This design comes from an exercise in tuning for small area, a short achievable clock period and few clock cycles per item on the open sky130 flow, not from production work.
In this exercise RTL edits were held to simulation tests only and were not proved equivalent to the original.
Power figures rest on the tool's default switching activity, not on a simulated workload.

==> design.v <==
module frc_enc (
    input  wire        clk,
    input  wire        rst,
    input  wire [4:0]  cfg_depth,    
    input  wire [2:0]  cfg_ratio,    
    input  wire [1:0]  cfg_ph,       
    input  wire [1:0]  cfg_pv,       
    input  wire        in_valid,
    output wire        in_ready,
    input  wire [15:0] in_data,
    output wire        out_valid,
    input  wire        out_ready,
    output wire [31:0] out_data,
    output wire        out_last
);
    localparam M_LOAD = 2'd0;
    localparam M_EVAL = 2'd1;
    localparam M_EMIT = 2'd2;
    localparam M_SAFE = 2'd3;
    localparam P_IDLE  = 2'd0;
    localparam P_CODES = 2'd1;
    localparam P_PAD   = 2'd2;
    reg  [4:0]  depth;
    reg  [2:0]  ratio;
    reg  [1:0]  ph_lg, pv_lg;
    reg  [10:0] bt;
    always @(*) begin
        case ({depth, ratio})
            8'd64: bt = {6'd16, 5'd3};
            8'd65: bt = {6'd10, 5'd2};
            8'd66: bt = {6'd8, 5'd1};
            8'd67: bt = {6'd6, 5'd1};
            8'd68: bt = {6'd5, 5'd1};
            8'd69: bt = {6'd4, 5'd0};
            8'd70: bt = {6'd4, 5'd0};
            8'd71: bt = {6'd4, 5'd0};
            8'd72: bt = {6'd18, 5'd4};
            8'd73: bt = {6'd12, 5'd2};
            8'd74: bt = {6'd9, 5'd2};
            8'd75: bt = {6'd7, 5'd1};
            8'd76: bt = {6'd6, 5'd1};
            8'd77: bt = {6'd4, 5'd0};
            8'd78: bt = {6'd4, 5'd0};
            8'd79: bt = {6'd4, 5'd0};
            8'd80: bt = {6'd20, 5'd4};
            8'd81: bt = {6'd13, 5'd3};
            8'd82: bt = {6'd10, 5'd2};
            8'd83: bt = {6'd8, 5'd1};
            8'd84: bt = {6'd6, 5'd1};
            8'd85: bt = {6'd5, 5'd1};
            8'd86: bt = {6'd5, 5'd1};
            8'd87: bt = {6'd5, 5'd1};
            8'd88: bt = {6'd22, 5'd5};
            8'd89: bt = {6'd14, 5'd3};
            8'd90: bt = {6'd11, 5'd2};
            8'd91: bt = {6'd8, 5'd1};
            8'd92: bt = {6'd7, 5'd1};
            8'd93: bt = {6'd5, 5'd1};
            8'd94: bt = {6'd5, 5'd1};
            8'd95: bt = {6'd5, 5'd1};
            8'd96: bt = {6'd24, 5'd5};
            8'd97: bt = {6'd16, 5'd3};
            8'd98: bt = {6'd12, 5'd2};
            8'd99: bt = {6'd9, 5'd2};
            8'd100: bt = {6'd8, 5'd1};
            8'd101: bt = {6'd6, 5'd1};
            8'd102: bt = {6'd6, 5'd1};
            8'd103: bt = {6'd6, 5'd1};
            8'd104: bt = {6'd26, 5'd6};
            8'd105: bt = {6'd17, 5'd4};
            8'd106: bt = {6'd13, 5'd3};
            8'd107: bt = {6'd10, 5'd2};
            8'd108: bt = {6'd8, 5'd1};
            8'd109: bt = {6'd6, 5'd1};
            8'd110: bt = {6'd6, 5'd1};
            8'd111: bt = {6'd6, 5'd1};
            8'd112: bt = {6'd28, 5'd6};
            8'd113: bt = {6'd18, 5'd4};
            8'd114: bt = {6'd14, 5'd3};
            8'd115: bt = {6'd11, 5'd2};
            8'd116: bt = {6'd9, 5'd2};
            8'd117: bt = {6'd7, 5'd1};
            8'd118: bt = {6'd7, 5'd1};
            8'd119: bt = {6'd7, 5'd1};
            8'd120: bt = {6'd30, 5'd7};
            8'd121: bt = {6'd20, 5'd4};
            8'd122: bt = {6'd15, 5'd3};
            8'd123: bt = {6'd12, 5'd2};
            8'd124: bt = {6'd10, 5'd2};
            8'd125: bt = {6'd7, 5'd1};
            8'd126: bt = {6'd7, 5'd1};
            8'd127: bt = {6'd7, 5'd1};
            8'd128: bt = {6'd32, 5'd7};
            8'd129: bt = {6'd21, 5'd5};
            8'd130: bt = {6'd16, 5'd3};
            8'd131: bt = {6'd12, 5'd2};
            8'd132: bt = {6'd10, 5'd2};
            8'd133: bt = {6'd8, 5'd1};
            8'd134: bt = {6'd8, 5'd1};
            8'd135: bt = {6'd8, 5'd1};
            default: bt = {depth, ratio, 3'd0};    
        endcase
    end
    wire [5:0]  nwords   = bt[10:5];                   
    wire [4:0]  safe_t   = bt[4:0];
    wire [4:0]  safe_sh  = depth - safe_t;
    wire [3:0]  qmax     = (depth > 5'd16) ? 4'd15 : depth[3:0] - 4'd1;
    wire [15:0] dtop     = 16'hFFFF >> (5'd16 - depth);
    wire [15:0] dmid     = 16'd1 << (depth - 5'd1);
    wire [13:0] cnt0     = 14'd137 - {3'b0, nwords, 5'b0};
    reg  [4:0]  cph;
    reg         in_ready_r;
    reg         first;         
    reg         ld_busy;       
    reg  [6:0]  lpos;          
    reg         wr_v;
    reg  [1:0]  wr_row;
    reg  [15:0] wr_d;
    wire        acc_in   = in_valid & in_ready_r;
    wire        last_smp = (lpos == 7'd127);
    wire        blk_done;      
    wire        hdr_go;        
    assign in_ready = in_ready_r;
    reg  [511:0] ring0, ring1, ring2, ring3;
    wire [15:0]  wdat = wr_d & dtop;
    always @(posedge clk) begin
        ring0 <= {ring0[15:0], ring0[511:16]};
        ring1 <= {ring1[15:0], ring1[511:16]};
        ring2 <= {ring2[15:0], ring2[511:16]};
        ring3 <= {ring3[15:0], ring3[511:16]};
        if (wr_v) begin
            case (wr_row)
                2'd0: ring0[495:480] <= wdat;
                2'd1: ring1[495:480] <= wdat;
                2'd2: ring2[495:480] <= wdat;
                default: ring3[495:480] <= wdat;
            endcase
        end
    end
    wire [15:0] x0 = ring0[15:0];           
    wire [15:0] x1 = ring1[511:496];        
    wire [15:0] x2 = ring2[495:480];        
    wire [15:0] x3 = ring3[479:464];        
    wire [15:0] xs0 = ring0[495:480];       
    wire [15:0] xs1 = ring1[479:464];       
    wire [15:0] xs2 = ring2[463:448];       
    wire [15:0] xs3 = ring3[447:432];       
    reg  [3:0]  q_run;                       
    reg  [3:0]  qu1, qu2, qu3;
    reg  [3:0]  qm0, qm1, qm2, qm3;          
    always @(posedge clk) begin
        qu1 <= q_run; qu2 <= qu1; qu3 <= qu2;
        qm0 <= q_run; qm1 <= qu1; qm2 <= qu2; qm3 <= qu3;
    end
    reg  [127:0] hv0, hv1, hv2, hv3;
    wire [15:0]  rec0, rec1, rec2, rec3;
    always @(posedge clk) begin
        hv0 <= {hv0[111:0], rec0};
        hv1 <= {hv1[111:0], rec1};
        hv2 <= {hv2[111:0], rec2};
        hv3 <= {hv3[111:0], rec3};
    end
    wire [3:0]  ph_oh = 4'd1 << ph_lg;
    reg  [3:0]  as0, as1, as2, as3;         
    reg  [3:0]  as0h, as1h, as2h, as3h;
    reg         bs2, bs3, bs2h, bs3h;       
    reg  [1:0]  pha0, pha1, pha2, pha3;
    reg  [1:0]  pv2, pv3;
    reg  [4:0]  dep1, dep2, dep3;
    always @(posedge clk) begin
        as0 <= ph_oh; as1 <= as0; as2 <= as1; as3 <= as2;
        as0h <= as0; as1h <= as1; as2h <= as2; as3h <= as3;
        bs2 <= (pv_lg == 2'd0); bs3 <= bs2; bs2h <= bs2; bs3h <= bs3;
        pha0 <= ph_lg; pha1 <= pha0; pha2 <= pha1; pha3 <= pha2;
        pv2 <= pv_lg; pv3 <= pv2;
        dep1 <= depth; dep2 <= dep1; dep3 <= dep2;
    end
    function [15:0] hpick4(input [127:0] hv, input [3:0] s);
        hpick4 = ({16{s[0]}} & hv[15:0]) | ({16{s[1]}} & hv[31:16])
               | ({16{s[2]}} & hv[63:48]) | ({16{s[3]}} & hv[127:112]);
    endfunction
    function [15:0] hpick(input [127:0] hv, input [3:0] sl, input [3:0] sh);
        reg [15:0] lo, hi;
        begin
            lo = hpick4(hv, sl);
            hi = hpick4(hv, sh);
            hpick = {hi[15:8], lo[7:0]};
        end
    endfunction
    function [15:0] bpick(input [15:0] u, input [15:0] v, input sl, input sh);
        bpick = {sh ? u[15:8] : v[15:8], sl ? u[7:0] : v[7:0]};
    endfunction
    wire [15:0] a0 = hpick(hv0, as0, as0h);
    wire [15:0] a1 = hpick(hv1, as1, as1h);
    wire [15:0] a2 = hpick(hv2, as2, as2h);
    wire [15:0] a3 = hpick(hv3, as3, as3h);
    reg  [15:0] a0d1, a0d2, a1d1, a1d2, a2d1;
    always @(posedge clk) begin
        a0d1 <= a0; a0d2 <= a0d1;
        a1d1 <= a1; a1d2 <= a1d1;
        a2d1 <= a2;
    end
    wire [15:0] b1 = hv0[15:0];
    wire [15:0] c1 = a0d1;
    wire [15:0] b2 = bpick(hv1[15:0], hv0[31:16], bs2, bs2h);
    wire [15:0] c2 = bpick(a1d1, a0d2, bs2, bs2h);
    wire [15:0] b3 = bpick(hv2[15:0], hv1[31:16], bs3, bs3h);
    wire [15:0] c3 = bpick(a2d1, a1d2, bs3, bs3h);
    wire [4:0]  col0 = cph;
    wire [4:0]  col1 = cph - 5'd1;
    wire [4:0]  col2 = cph - 5'd2;
    wire [4:0]  col3 = cph - 5'd3;
    wire        lf0 = (col0 >> pha0) == 5'd0;
    wire        lf1 = (col1 >> pha1) == 5'd0;
    wire        lf2 = (col2 >> pha2) == 5'd0;
    wire        lf3 = (col3 >> pha3) == 5'd0;
    wire        tp1 = (pv_lg != 2'd0);
    wire        tp2 = pv2[1];
    wire        tp3 = pv3[1];
    wire [15:0] p0, p1, p2, p3;
    wire        ov0, ov1, ov2, ov3, un0, un1, un2, un3;
    frc_unit u0 (.x(x0), .a(a0), .b(16'd0), .c(16'd0), .topr(1'b1), .left(lf0),
                 .q(q_run), .dep(depth), .rec(rec0), .p(p0), .ov(ov0), .un(un0));
    frc_unit u1 (.x(x1), .a(a1), .b(b1), .c(c1), .topr(tp1), .left(lf1),
                 .q(qu1), .dep(dep1), .rec(rec1), .p(p1), .ov(ov1), .un(un1));
    frc_unit u2 (.x(x2), .a(a2), .b(b2), .c(c2), .topr(tp2), .left(lf2),
                 .q(qu2), .dep(dep2), .rec(rec2), .p(p2), .ov(ov2), .un(un2));
    frc_unit u3 (.x(x3), .a(a3), .b(b3), .c(c3), .topr(tp3), .left(lf3),
                 .q(qu3), .dep(dep3), .rec(rec3), .p(p3), .ov(ov3), .un(un3));
    reg  [15:0] pr0, pr1, pr2, pr3;
    reg         or0, or1, or2, or3, ur0, ur1, ur2, ur3;
    always @(posedge clk) begin
        pr0 <= p0; pr1 <= p1; pr2 <= p2; pr3 <= p3;
        or0 <= ov0; or1 <= ov1; or2 <= ov2; or3 <= ov3;
        ur0 <= un0; ur1 <= un1; ur2 <= un2; ur3 <= un3;
    end
    wire [16:0] mw0, mw1, mw2, mw3;
    frc_mcalc mc0 (.rec(hv0[15:0]), .p(pr0), .ov(or0), .un(ur0), .q(qm0), .dep(depth), .m(mw0));
    frc_mcalc mc1 (.rec(hv1[15:0]), .p(pr1), .ov(or1), .un(ur1), .q(qm1), .dep(dep1), .m(mw1));
    frc_mcalc mc2 (.rec(hv2[15:0]), .p(pr2), .ov(or2), .un(ur2), .q(qm2), .dep(dep2), .m(mw2));
    frc_mcalc mc3 (.rec(hv3[15:0]), .p(pr3), .ov(or3), .un(ur3), .q(qm3), .dep(dep3), .m(mw3));
    reg  [16:0] mr0, mr1, mr2, mr3;
    reg  [16:0] md0a, md0b, md0c, md1a, md1b, md2a;
    always @(posedge clk) begin
        mr0 <= mw0; mr1 <= mw1; mr2 <= mw2; mr3 <= mw3;
        md0a <= mr0; md0b <= md0a; md0c <= md0b;
        md1a <= mr1; md1b <= md1a;
        md2a <= mr2;
    end
    function [5:0] fcode(input [16:0] m, input [2:0] t);
        reg [16:0] u;
        begin
            u = m >> t;
            if (u < 17'd24) fcode = {1'b0, u[4:0]};
            else            fcode = 6'd40 - {3'b0, t};
        end
    endfunction
    reg  [10:0] acc [0:7];
    reg  [7:0]  nf;
    reg  [7:0]  fs [0:7];           
    reg  [13:0] cnt0_r;
    integer t;
    wire        rstart = (cph == 5'd6);
    reg  [13:0] nsum;
    always @(posedge clk) begin
        cnt0_r <= cnt0;
        for (t = 0; t < 8; t = t + 1) begin
            fs[t] <= {2'd0, fcode(md0c, t[2:0])} + {2'd0, fcode(md1b, t[2:0])}
                   + {2'd0, fcode(md2a, t[2:0])} + {2'd0, fcode(mr3, t[2:0])};
            if (rstart)
                nsum = cnt0_r + {t[6:0], 7'd0} + {6'd0, fs[t]};
            else
                nsum = {{3{acc[t][10]}}, acc[t]} + {6'd0, fs[t]};
            acc[t] <= nsum[10:0];
            nf[t]  <= (rstart ? 1'b0 : nf[t]) || !nsum[13];
        end
    end
    function [14:0] pbest(input [14:0] l, input [14:0] r);    
        begin
            if (l[14] && (!r[14] || $signed(l[10:0]) <= $signed(r[10:0]))) pbest = l;
            else pbest = r;
        end
    endfunction
    wire [14:0] pl0 = {!nf[0], 3'd0, acc[0]};
    wire [14:0] pl1 = {!nf[1], 3'd1, acc[1]};
    wire [14:0] pl2 = {!nf[2], 3'd2, acc[2]};
    wire [14:0] pl3 = {!nf[3], 3'd3, acc[3]};
    wire [14:0] pl4 = {!nf[4], 3'd4, acc[4]};
    wire [14:0] pl5 = {!nf[5], 3'd5, acc[5]};
    wire [14:0] pl6 = {!nf[6], 3'd6, acc[6]};
    wire [14:0] pl7 = {!nf[7], 3'd7, acc[7]};
    reg  [14:0] pbh0, pbh1;
    wire [14:0] pbst = pbest(pbh0, pbh1);
    reg         pk_found;
    reg  [2:0]  pk_t;
    always @(posedge clk) begin
        if (rstart) begin
            pbh0 <= pbest(pbest(pl0, pl1), pbest(pl2, pl3));
            pbh1 <= pbest(pbest(pl4, pl5), pbest(pl6, pl7));
        end
        if (cph == 5'd7) begin
            pk_found <= pbst[14];
            pk_t     <= pbst[13:11];
        end
    end
    reg  [1:0]  mode;
    reg         cur_pass, pk_pass;
    reg  [3:0]  cur_q, pk_q;
    reg  [3:0]  qs;
    reg  [2:0]  ts;
    reg         hdr_pend;
    wire        rend = (cph == 5'd31);
    wire [6:0]  lpos_nx = lpos + {6'd0, acc_in};
    wire        load_end = acc_in & last_smp;
    always @(posedge clk) begin
        if (rst) begin
            mode     <= M_LOAD;
            cur_pass <= 1'b0;
            pk_pass  <= 1'b0;
            hdr_pend <= 1'b0;
            q_run    <= 4'd0;
        end else begin
            if (blk_done) begin
                mode <= M_LOAD;
            end else if (rend) begin
                case (mode)
                    M_LOAD: begin
                        if (load_end) begin
                            mode     <= M_EVAL;
                            pk_pass  <= cur_pass;
                            pk_q     <= 4'd0;
                            cur_pass <= 1'b1;
                            cur_q    <= cur_pass ? 4'd1 : 4'd0;
                            q_run    <= cur_pass ? 4'd1 : 4'd0;
                        end else begin
                            pk_pass  <= 1'b0;
                            cur_pass <= ld_busy && (lpos_nx == 7'd96);
                            cur_q    <= 4'd0;
                            q_run    <= 4'd0;
                        end
                    end
                    M_EVAL: begin
                        if (pk_pass && pk_found) begin
                            mode     <= M_EMIT;
                            qs       <= pk_q;
                            ts       <= pk_t;
                            q_run    <= pk_q;
                            hdr_pend <= 1'b1;
                            cur_pass <= 1'b0;
                            pk_pass  <= 1'b0;
                        end else if (pk_pass && pk_q == qmax) begin
                            mode     <= M_SAFE;
                            hdr_pend <= 1'b1;
                            cur_pass <= 1'b0;
                            pk_pass  <= 1'b0;
                        end else begin
                            pk_pass  <= cur_pass;
                            pk_q     <= cur_q;
                            cur_pass <= cur_pass && (cur_q != qmax);
                            cur_q    <= cur_q + 4'd1;
                            q_run    <= cur_q + 4'd1;
                        end
                    end
                    default: ;
                endcase
            end
            if (hdr_go) hdr_pend <= 1'b0;
        end
    end
    always @(posedge clk) begin
        if (rst) begin
            first      <= 1'b1;
            ld_busy    <= 1'b0;
            in_ready_r <= 1'b1;
            lpos       <= 7'd0;
            wr_v       <= 1'b0;
            cph        <= 5'd0;
        end else begin
            wr_v   <= acc_in;
            wr_row <= lpos[6:5];
            wr_d   <= in_data;
            if (first && acc_in) cph <= 5'd1;
            else                 cph <= cph + 5'd1;
            if (acc_in) begin
                lpos <= lpos + 7'd1;
                if (first) begin
                    first   <= 1'b0;
                    ld_busy <= 1'b1;
                    depth   <= cfg_depth;
                    ratio   <= cfg_ratio;
                    ph_lg   <= cfg_ph;
                    pv_lg   <= cfg_pv;
                end
                if (last_smp) ld_busy <= 1'b0;
            end
            if (blk_done) first <= 1'b1;
            if (acc_in)
                in_ready_r <= !last_smp;
            else if (first || blk_done)
                in_ready_r <= 1'b1;
            else if (ld_busy)
                in_ready_r <= (cph + 5'd1 == lpos[4:0]);
            else
                in_ready_r <= 1'b0;
        end
    end
    reg  [79:0] pacc;
    reg  [6:0]  fill;
    reg  [5:0]  wcnt;
    reg  [5:0]  pnw;
    reg  [1:0]  pst;
    reg  [7:0]  epos;           
    reg  [6:0]  cpos;           
    reg         creg_v, creg_end;
    reg  [40:0] creg_val;
    reg  [5:0]  creg_len;
    reg  [1:0]  fcnt;           
    reg  [32:0] f0, f1;
    wire        push_ok  = (fcnt != 2'd2);
    wire        word_rdy = (fill >= 7'd32) || (pst == P_PAD && wcnt != pnw);
    wire        push     = word_rdy && push_ok;
    wire [6:0]  fill_rm  = push ? ((fill >= 7'd32) ? fill - 7'd32 : 7'd0) : fill;
    wire [79:0] pacc_rm  = push ? {pacc[47:0], 32'd0} : pacc;
    wire        w_last   = (wcnt == pnw - 6'd1);
    wire [1:0]  erow = epos[6:5];
    wire [4:0]  ecol = epos[4:0];
    wire [4:0]  ocol = cph - 5'd2 - {3'd0, erow};
    reg  [16:0] em;
    reg  [15:0] ex;
    always @(*) begin
        case (erow)
            2'd0: begin em = mr0; ex = xs0; end
            2'd1: begin em = mr1; ex = xs1; end
            2'd2: begin em = mr2; ex = xs2; end
            default: begin em = mr3; ex = xs3; end
        endcase
    end
    wire        take   = creg_v && (fill_rm <= 7'd39);
    wire        rfail  = creg_v && !take;
    assign      hdr_go = hdr_pend && (pst == P_IDLE);
    wire        offer  = (pst == P_CODES) && !epos[7] && (ocol == ecol) &&
                         (mode == M_EMIT || mode == M_SAFE);
    assign      blk_done = take && creg_end;
    reg  [40:0] code_val;
    reg  [5:0]  code_len;
    wire [16:0] u_e   = em >> ts;
    wire [16:0] tmask = (17'd1 << ts) - 17'd1;
    always @(*) begin
        if (hdr_go) begin
            if (mode == M_SAFE) begin
                code_val = 41'd1;
                code_len = 6'd2;
            end else begin
                code_val = {31'd0, 2'b00, qs, 1'b0, ts};
                code_len = 6'd10;
            end
        end else if (mode == M_SAFE) begin
            code_val = {25'd0, ex >> safe_sh};
            code_len = {1'b0, safe_t};
        end else if (u_e < 17'd24) begin
            code_val = ((41'd1 << u_e[4:0]) - 41'd1) << ({1'b0, ts} + 4'd1) | {24'd0, em & tmask};
            code_len = u_e[5:0] + 6'd1 + {3'b0, ts};
        end else begin
            code_val = {24'hFFFFFF, em};
            code_len = 6'd41;
        end
    end
    always @(posedge clk) begin
        if (rst) begin
            creg_v <= 1'b0;
            pst    <= P_IDLE;
            epos   <= 8'd0;
        end else begin
            if (hdr_go) begin
                creg_v   <= 1'b1;
                creg_end <= 1'b0;
                pst      <= P_CODES;
                pnw      <= nwords;
                epos     <= 8'd0;
            end else if (rfail) begin
                creg_v <= 1'b0;
                epos   <= {1'b0, cpos};
            end else if (offer) begin
                creg_v   <= 1'b1;
                creg_end <= (epos == 8'd127);
                cpos     <= epos[6:0];
                epos     <= epos + 8'd1;
            end else begin
                creg_v <= 1'b0;
            end
            if (hdr_go || (!rfail && offer)) begin
                creg_val <= code_val;
                creg_len <= code_len;
            end
            if (blk_done) pst <= P_PAD;
            if (push && w_last) pst <= P_IDLE;
        end
    end
    wire [6:0]  ins_sh = 7'd80 - fill_rm - {1'b0, creg_len};
    wire [79:0] ins    = {39'd0, creg_val} << ins_sh;
    always @(posedge clk) begin
        if (rst) begin
            pacc <= 80'd0;
            fill <= 7'd0;
            wcnt <= 6'd0;
        end else begin
            pacc <= take ? (pacc_rm | ins) : pacc_rm;
            fill <= take ? fill_rm + {1'b0, creg_len} : fill_rm;
            if (push) wcnt <= wcnt + 6'd1;
            if (push && w_last) begin
                wcnt <= 6'd0;
                fill <= 7'd0;
                pacc <= 80'd0;
            end
        end
    end
    wire        pop = ov_r && out_ready;
    wire [32:0] pword = {w_last, pacc[79:48]};
    reg         ov_r;
    always @(posedge clk) begin
        if (rst) begin
            fcnt <= 2'd0;
            ov_r <= 1'b0;
        end else begin
            ov_r <= (fcnt + {1'b0, push} - {1'b0, pop}) != 2'd0;
            case ({push, pop})
                2'b10: begin
                    if (fcnt == 2'd0) f0 <= pword; else f1 <= pword;
                    fcnt <= fcnt + 2'd1;
                end
                2'b01: begin
                    f0   <= f1;
                    fcnt <= fcnt - 2'd1;
                end
                2'b11: begin
                    if (fcnt == 2'd1) f0 <= pword;
                    else begin f0 <= f1; f1 <= pword; end
                end
                default: ;
            endcase
        end
    end
    assign out_valid = ov_r;
    assign out_data  = f0[31:0];
    assign out_last  = f0[32];
endmodule
module frc_gp16 (
    input  wire [15:0] g,
    input  wire [15:0] p,
    output wire        go,
    output wire        po
);
    reg [15:0] gg, pp;
    integer i, w;
    always @(*) begin
        gg = g;
        pp = p;
        for (w = 1; w < 16; w = w * 2)
            for (i = 0; i < 16; i = i + 2 * w) begin
                gg[i + 2 * w - 1] = gg[i + 2 * w - 1] | (pp[i + 2 * w - 1] & gg[i + w - 1]);
                pp[i + 2 * w - 1] = pp[i + 2 * w - 1] & pp[i + w - 1];
            end
    end
    assign go = gg[15];
    assign po = pp[15];
endmodule
module frc_ge16 (
    input  wire [15:0] a,
    input  wire [15:0] b,
    output wire        ge
);
    wire g, p;
    frc_gp16 t (.g(a & ~b), .p(a | ~b), .go(g), .po(p));
    assign ge = g | p;
endmodule
module frc_unit (
    input  wire [15:0] x,
    input  wire [15:0] a,
    input  wire [15:0] b,
    input  wire [15:0] c,
    input  wire        topr,
    input  wire        left,
    input  wire [3:0]  q,
    input  wire [4:0]  dep,
    output wire [15:0] rec,
    output wire [15:0] p,
    output wire        ov,
    output wire        un
);
    wire [15:0] dtop = 16'hFFFF >> (5'd16 - dep);
    wire [15:0] dmid = 16'd1 << (dep - 5'd1);
    wire        ge_ab, ge_ca, ge_cb, ge_ac, ge_bc;
    frc_ge16 k0 (.a(a), .b(b), .ge(ge_ab));
    frc_ge16 k1 (.a(c), .b(a), .ge(ge_ca));
    frc_ge16 k2 (.a(c), .b(b), .ge(ge_cb));
    frc_ge16 k3 (.a(a), .b(c), .ge(ge_ac));
    frc_ge16 k4 (.a(b), .b(c), .ge(ge_bc));
    wire        c_ge  = ge_ca & ge_cb;      
    wire        c_le  = ge_ac & ge_bc;      
    wire [15:0] abc   = a + b - c;
    wire        med   = !topr && !left;
    wire        s_mid = topr && left;
    wire        s_a   = (topr && !left) || (med && ((c_ge && !ge_ab) || (!c_ge && c_le && ge_ab)));
    wire        s_b   = (!topr && left) || (med && ((c_ge && ge_ab) || (!c_ge && c_le && !ge_ab)));
    wire        s_abc = med && !c_ge && !c_le;
    assign p = ({16{s_mid}} & dmid) | ({16{s_a}} & a) | ({16{s_b}} & b) | ({16{s_abc}} & abc);
    wire [15:0] lm   = ~(16'hFFFF << q);              
    wire [15:0] h    = lm ^ {1'b0, lm[15:1]};         
    wire [16:0] y    = {1'b0, x} + {1'b0, h};
    wire [16:0] yy   = y & ~{1'b0, lm};
    wire [16:0] yy1  = yy + {1'b1, ~lm};               
    wire        ovy  = yy > {1'b0, dtop};
    wire        zy   = (yy == 17'd0);
    wire [15:0] sa   = y[15:0] | ~lm;
    wire        qz   = (q == 4'd0);
    wire        pos_a, pos_b, pos_c, pos_m;            
    frc_ge16 xa (.a(x), .b(a), .ge(pos_a));
    frc_ge16 xb (.a(x), .b(b), .ge(pos_b));
    frc_ge16 xc (.a(x), .b(abc), .ge(pos_c));
    frc_ge16 xm (.a(x), .b(dmid), .ge(pos_m));
    wire        ga, pa, gb, pb, gc, pc;
    frc_gp16 ya (.g(sa & ~a & lm), .p(sa | (~a & lm)), .go(ga), .po(pa));
    frc_gp16 yb (.g(sa & ~b & lm), .p(sa | (~b & lm)), .go(gb), .po(pb));
    frc_gp16 yc (.g(sa & ~abc & lm), .p(sa | (~abc & lm)), .go(gc), .po(pc));
    wire        sel_a = qz || ga || (pa && pos_a);
    wire        sel_b = qz || gb || (pb && pos_b);
    wire        sel_c = qz || gc || (pc && pos_c);
    wire        sel_m = qz || (y[15:0] & lm) != 16'd0 || pos_m;    
    wire        sel   = (s_a && sel_a) || (s_b && sel_b) || (s_abc && sel_c) || (s_mid && sel_m);
    wire [15:0] pl    = p & lm;
    wire [15:0] rec_a = ovy ? dtop : (yy[15:0] | pl);
    wire [15:0] rec_b = zy ? 16'd0 : (yy1[15:0] | pl);
    assign rec = sel ? rec_a : rec_b;
    assign ov  = sel && ovy;
    assign un  = !sel && zy;
endmodule
module frc_mcalc (
    input  wire [15:0] rec,
    input  wire [15:0] p,
    input  wire        ov,
    input  wire        un,
    input  wire [3:0]  q,
    input  wire [4:0]  dep,
    output wire [16:0] m
);
    wire [15:0] lm  = ~(16'hFFFF << q);
    wire [15:0] pl  = p & lm;
    wire [17:0] ru  = ov ? {1'b0, (17'd1 << dep) | {1'b0, pl}} :
                      un ? {2'b11, ~lm | pl} : {2'b00, rec};
    wire [17:0] d   = ru - {2'b00, p};
    wire [17:0] k   = $signed(d) >>> q;
    wire [17:0] k2  = {k[16:0], 1'b0};
    assign m = k[17] ? ~k2[16:0] : k2[16:0];
endmodule
==> flow/run.sh <==
#!/bin/bash
# The standard layout (the standard.sh: the standard synthesis, then ORFS
# floorplan to finish), with ORFS's timing repair aimed at 18.6 ns of setup
# slack instead of 0, so that it also shortens the paths that already meet
# the 25 ns clock. Constraints and clock period are the standard flow's, unchanged.
set -euo pipefail
bash standard.sh SETUP_SLACK_MARGIN=18.6 finish > flow_standard.log 2>&1
==> standard.sh <==
#!/bin/bash
# synth_recipe.tcl (not shown) runs the flow's synth.tcl, then flattens the netlist and writes it again
# the make line also repeats each setting of config.mk as NAME=value (left out here)
make -C /OpenROAD-flow-scripts/flow DESIGN_CONFIG=/design/flow/config.mk WORK_HOME=/design/flow/orfs CLKGATE_MAP_FILE= SYNTH_SCRIPT=/design/flow/synth_recipe.tcl "${@:-finish}"
==> config.mk <==
export PLATFORM = sky130hd
export DESIGN_NAME = frc_enc
export DESIGN_NICKNAME = frc_enc
export VERILOG_FILES = /design/flow/design.v
export SDC_FILE = /design/flow/constraint.sdc
export NUM_CORES = 4
export LEC_CHECK = 0
export CAP_MARGIN = 20
export CORE_MARGIN = 2
export CORE_UTILIZATION = 40
export PLACE_DENSITY = 0.6
export SLEW_MARGIN = 20
==> constraint.sdc <==
create_clock -name core_clock -period 25.0 [get_ports {clk}]
set_input_delay 5.0000 -clock core_clock [delete_from_list [all_inputs] [get_ports {clk}]]
set_output_delay 5.0000 -clock core_clock [all_outputs]
set_load 0.01 [all_outputs]
==> run notes <==
==> cells in the final DEF, fill, tap and decap left out, drive strengths merged, types with 75 or more instances in the layout <==
| cell type | n |
|---|---|
| xor2 | 154 |
| buf | 274 |
| mux2i | 356 |
| clkbuf | 462 |
| a22o | 103 |
| nand2b | 139 |
| a31oi | 143 |
| dfxtp | 3245 |
| a211oi | 143 |
| and2 | 162 |
| nor2 | 922 |
| nand4 | 75 |
| edfxtp | 204 |
| nand3 | 238 |
| o22ai | 126 |
| ha | 695 |
| o211ai | 93 |
| nand2 | 1142 |
| fa | 162 |
| o21ai | 756 |
| nor2b | 115 |
| mux4 | 80 |
| a21o | 159 |
| nor3 | 218 |
| mux2 | 84 |
| clkinv | 110 |
| a21oi | 720 |
| inv | 915 |
| xnor2 | 314 |
| o21a | 116 |
| a22oi | 203 |
==> flip-flops by register name, summed over array words and instances (netlist names), 33 cells and up <==
register,flops
f1,33
hv0,128
ring0,512
creg_val,41
acc,88
ring2,512
hv3,128
ring1,512
f0,33
ring3,512
hv2,128
fs,64
pacc,80
hv1,128
==> layer usage <==
metal / wire length, um / global-route usage [%] / up-vias
met5: 16 / 0 / -
met4: 26900 / 13.4 / 4
met3: 31900 / 3.55 / 944
met2: 185000 / 36.6 / 4105
met1: 183000 / 31.8 / 48600
li1: - / - / 47600
==> logic make-up after synthesis <==
kind of cell / Yosys count
multiplexers: 520
adder cells (fa/ha/maj): 927
AND/OR/NAND/NOR: 3361
flip-flops: 3449
XOR/XNOR: 468
AO/OA/AOI/OAI: 3286
buffers and inverters: 1456
==> path summary, 6_finish.rpt <==
check / endpoint / slack, ns / cells after the start
max: out_data[8] / 18.54 / 1
min: ring3[388] / 0.29 / 0
min reg2reg: ring3[388] / 0.29 / 0
max reg2reg: hv1[10] / 18.79 / 20
==> through the flow <==
step / hold WS (ns) / area (um^2) / cells / utilization [%] / power, mW
2_1_floorplan: 0.310 / 137000 / 13500 / - / 9.72
3_3_place_gp: 0.310 / 143000 / 17800 / 41.8 / 11.1
3_5_place_dp: 0.312 / 143000 / 17800 / 41.9 / 11.2
4_1_cts: 0.280 / 155000 / 18400 / 45.3 / 16.4
5_1_grt: 0.287 / 156000 / 18400 / 45.5 / 17.2
6_report: 0.287 / 156000 / 18400 / 45.5 / 16.5
==> report_power, final <==
part / switching, mW / leakage, nW / internal [mW] / total (mW)
clock: 2.19 / 5.75 / 3.04 / 5.24
combinational: 2.88 / 29.8 / 1.89 / 4.77
sequential: 0.437 / 28.2 / 6.01 / 6.45
==> worst reg2reg max path, delay by kind of cell (launching register included) <==
kind,cells,cell delay [ns]
AO/OA/AOI/OAI,7,1.48
flip-flops,1,0.54
buffers and inverters,3,0.34
AND/OR/NAND/NOR,3,0.98
adder cells (fa/ha/maj),7,2.76
==> cell type report <==
cell class                      count  area share [%]
Timing Repair inverter              2         0.00643
Clock buffer                      459            6.19
Clock inverter                    159            1.34
Sequential cell                  3449            45.7
Antenna cell                       28          0.0450
Multi-Input combinational cell   8562            39.3
Inverter                          915            2.23
Tap cell                         4557            3.66
Timing Repair Buffer              307            1.55
==> repair_timing <==
item | CTS | global route
setup endpoints to repair | 132 | 257
resized for setup | 197 | 106
gates cloned | 0 | 4
hold endpoints to repair | 0 | 0
setup buffers | 6 | 22
pin swaps | 2 | 5
==> run_results.csv <==
group,metric,value,unit
yosys,netlist.area_leader.share,47.3,%
sta,post-route-min-period,6.46,ns
cells_and_area,seq_area,71100,um^2
sta,timing_worst_slew_pin_value,1.17,ns
clock_network,insertion_delay,0.97,ns
drt,detailedRoute.firstPassIterationCount,8,
yosys,synth_compound_gate_area_share,15.9,%
floorplan,io_pins,67,
cells_and_area,synthToLayoutAreaGrowth,13.5,%
setup_path,reg2reg_from,"hv1[17]",
run,timing.max_cap.violations,0,
yosys,synth.largest_area_cell,"sky130_fd_sc_hd__dfxtp_1",
sta,fmax,155,MHz
yosys,portion_of_the_post_synthesis_area_used_by_sequential_elements,51.8,%
setup_path,critical_path.top_delay_family,"flip-flops",
clock_network,hold_bufs_inserted_after_cts,0,
floorplan,floorplan.initialDensity,40.1,%
floorplan,coreArea,342000,um^2
hold_path,hold_path_class,"reg2reg",
yosys,synth.area.mux_share,4.61,%
clock_network,clock_tree.buffer_depth,4,
yosys,postSynth.asyncResetShare,0,%
clock_network,root_buffer,"sky130_fd_sc_hd__clkbuf_16",
yosys,syn_area_per_cell,10.2,um^2
drt,remaining_drc_errors,0,
setup_path,crit_arrival,1.46,ns
global_route,groute.usage.overall,23.7,%
cells_and_area,final_net_count,14500,
drt,vias,101000,
yosys,synth_area,137000,um^2
place,place.port_buffers,66,
clock_network,numCtsBuffers,337,
pwr,vdd_ir_drop_max,0.0729,mV
floorplan,dieWidth,590,um
yosys,synth_area_leaders,"sky130_fd_sc_hd__dfxtp_1, sky130_fd_sc_hd__ha_1, sky130_fd_sc_hd__edfxtp_1, sky130_fd_sc_hd__nand2_1, sky130_fd_sc_hd__o21ai_0",
yosys,ys_ff_latch,3449,
sta,worst_slew_margin_rel,21.7,%
clock_network,clkTransAtPathRegs,0.06,ns
global_route,globalRoute.totalOverflow,0,
setup_path,crit_path_cell_trace,"buf_2",
sta,fin_skew,0.110,ns
drt,route.antenna.remaining_nets,0,
cells_and_area,drive_above_1_share,9.30,%
yosys,ys_top_cells_by_count,"sky130_fd_sc_hd__dfxtp_1, sky130_fd_sc_hd__nand2_1, sky130_fd_sc_hd__nor2_1",
yosys,synth-adder-area-share,9.22,%
yosys,yosys_warnings,4,
global_route,grt_antenna_before_repair,24,
pwr,total_power_per_unit_cell_area,106,nW/um^2
yosys,synthXorXnorAreaFrac,2.99,%
sta,setup_viol,0,
global_route,grt_max_degree,90,
sta,final_worst_slack,18.54,ns
sta,finalHoldViolCount,0,
yosys,synthSimpleGateAreaFrac,11.4,%
run_status,outcome,"no timing/DRC/antenna violations",
drt,initialDrtViolationCount,10200,
setup_path,setup.worst_path.start,"f0[8]",
yosys,synth.distinct_cells,118,
place,post-place-ws,17.68,ns
sta,setup_tns,0,ns
setup_path,critical-path-slowest-cell,"sky130_fd_sc_hd__edfxtp_1",
cells_and_area,multi_input_area,61200,um^2
place,place.detailed.hpwl,325,mm
hold_path,hold_start,"ring3[404]",
sta,report.final.slew_viol_count,0,
sta,min_period_over_period,25.8,%
setup_path,worst_ep_required_time,20.00,ns
clock_network,htree_levels,5,
clock_network,tritoncts_clock_tree,"built",
cells_and_area,final_layout_fill_cell_count,32300,
floorplan,die_boundary_height,590,um
yosys,postSynth.topFlopCell,"sky130_fd_sc_hd__dfxtp_1",
pwr,static-leakage-power,63.8,nW
yosys,cells_after_synth,13500,
global_route,first_global_vias,94800,
floorplan,design.die.area,348000,um^2
setup_path,setup.worst_path.end_class,"output pin",
place,place_congestion,1.02,
setup_path,critical-path-max-stage-delay,0.38,ns
setup_path,worst_setup_path_start_kind,"flip-flop",
setup_path,worst_path_class_setup,"reg2out",
drt,via_per_inst,5.49,
drt,routed_wirelength_normalized_by_instance_count,23.2,um
yosys,main_combinational_cell_family_by_area_after_synthesis,"compound AO/OA/AOI/OAI gates",
drt,routed_wirelength,427,mm
yosys,postSynthNetCount,14400,
sta,rsz_0062_raised_after_global_routing,"true",
clock_network,cts_sinks,3449,
floorplan,placement_rows,215,
setup_path,critPathMaxFanout,1,
yosys,synth_edf_count,204,
global_route,first_pass_grt_wire_length,622,mm
setup_path,timing.critical_path.buf_inv,1,
yosys,synthMostInstantiatedCell,"sky130_fd_sc_hd__dfxtp_1",
Testbench counts, summed over its fixed seeds: cycles 156,949, blocks 320.

re-timing with driven ports:
How much do the figures lean on ideal ports? The routed layout below was timed once more, with nothing changed but the port constraints.
Step 1: set_driving_cell puts a clkbuf_16 on clk and a buf_2 on each other input, an assumption about the parent block.
Step 2 moves the port delays by t, midway between the first and last clock arrival at a register: inputs arrive t later, outputs are due t later. That takes back most of the time a late clock gives input paths.
a / b / c = ideal / step 1 / step 2; a / b = the first two.
t (ns): 1.022
setup WS [ns]: 18.544 / 18.442 / 17.689
cell pins on the clock port's net: 1
After both steps setup and hold are still met in this run. For this run, drivers alone change the setup slack by -0.102 ns; drivers and shift together by -0.855 ns.
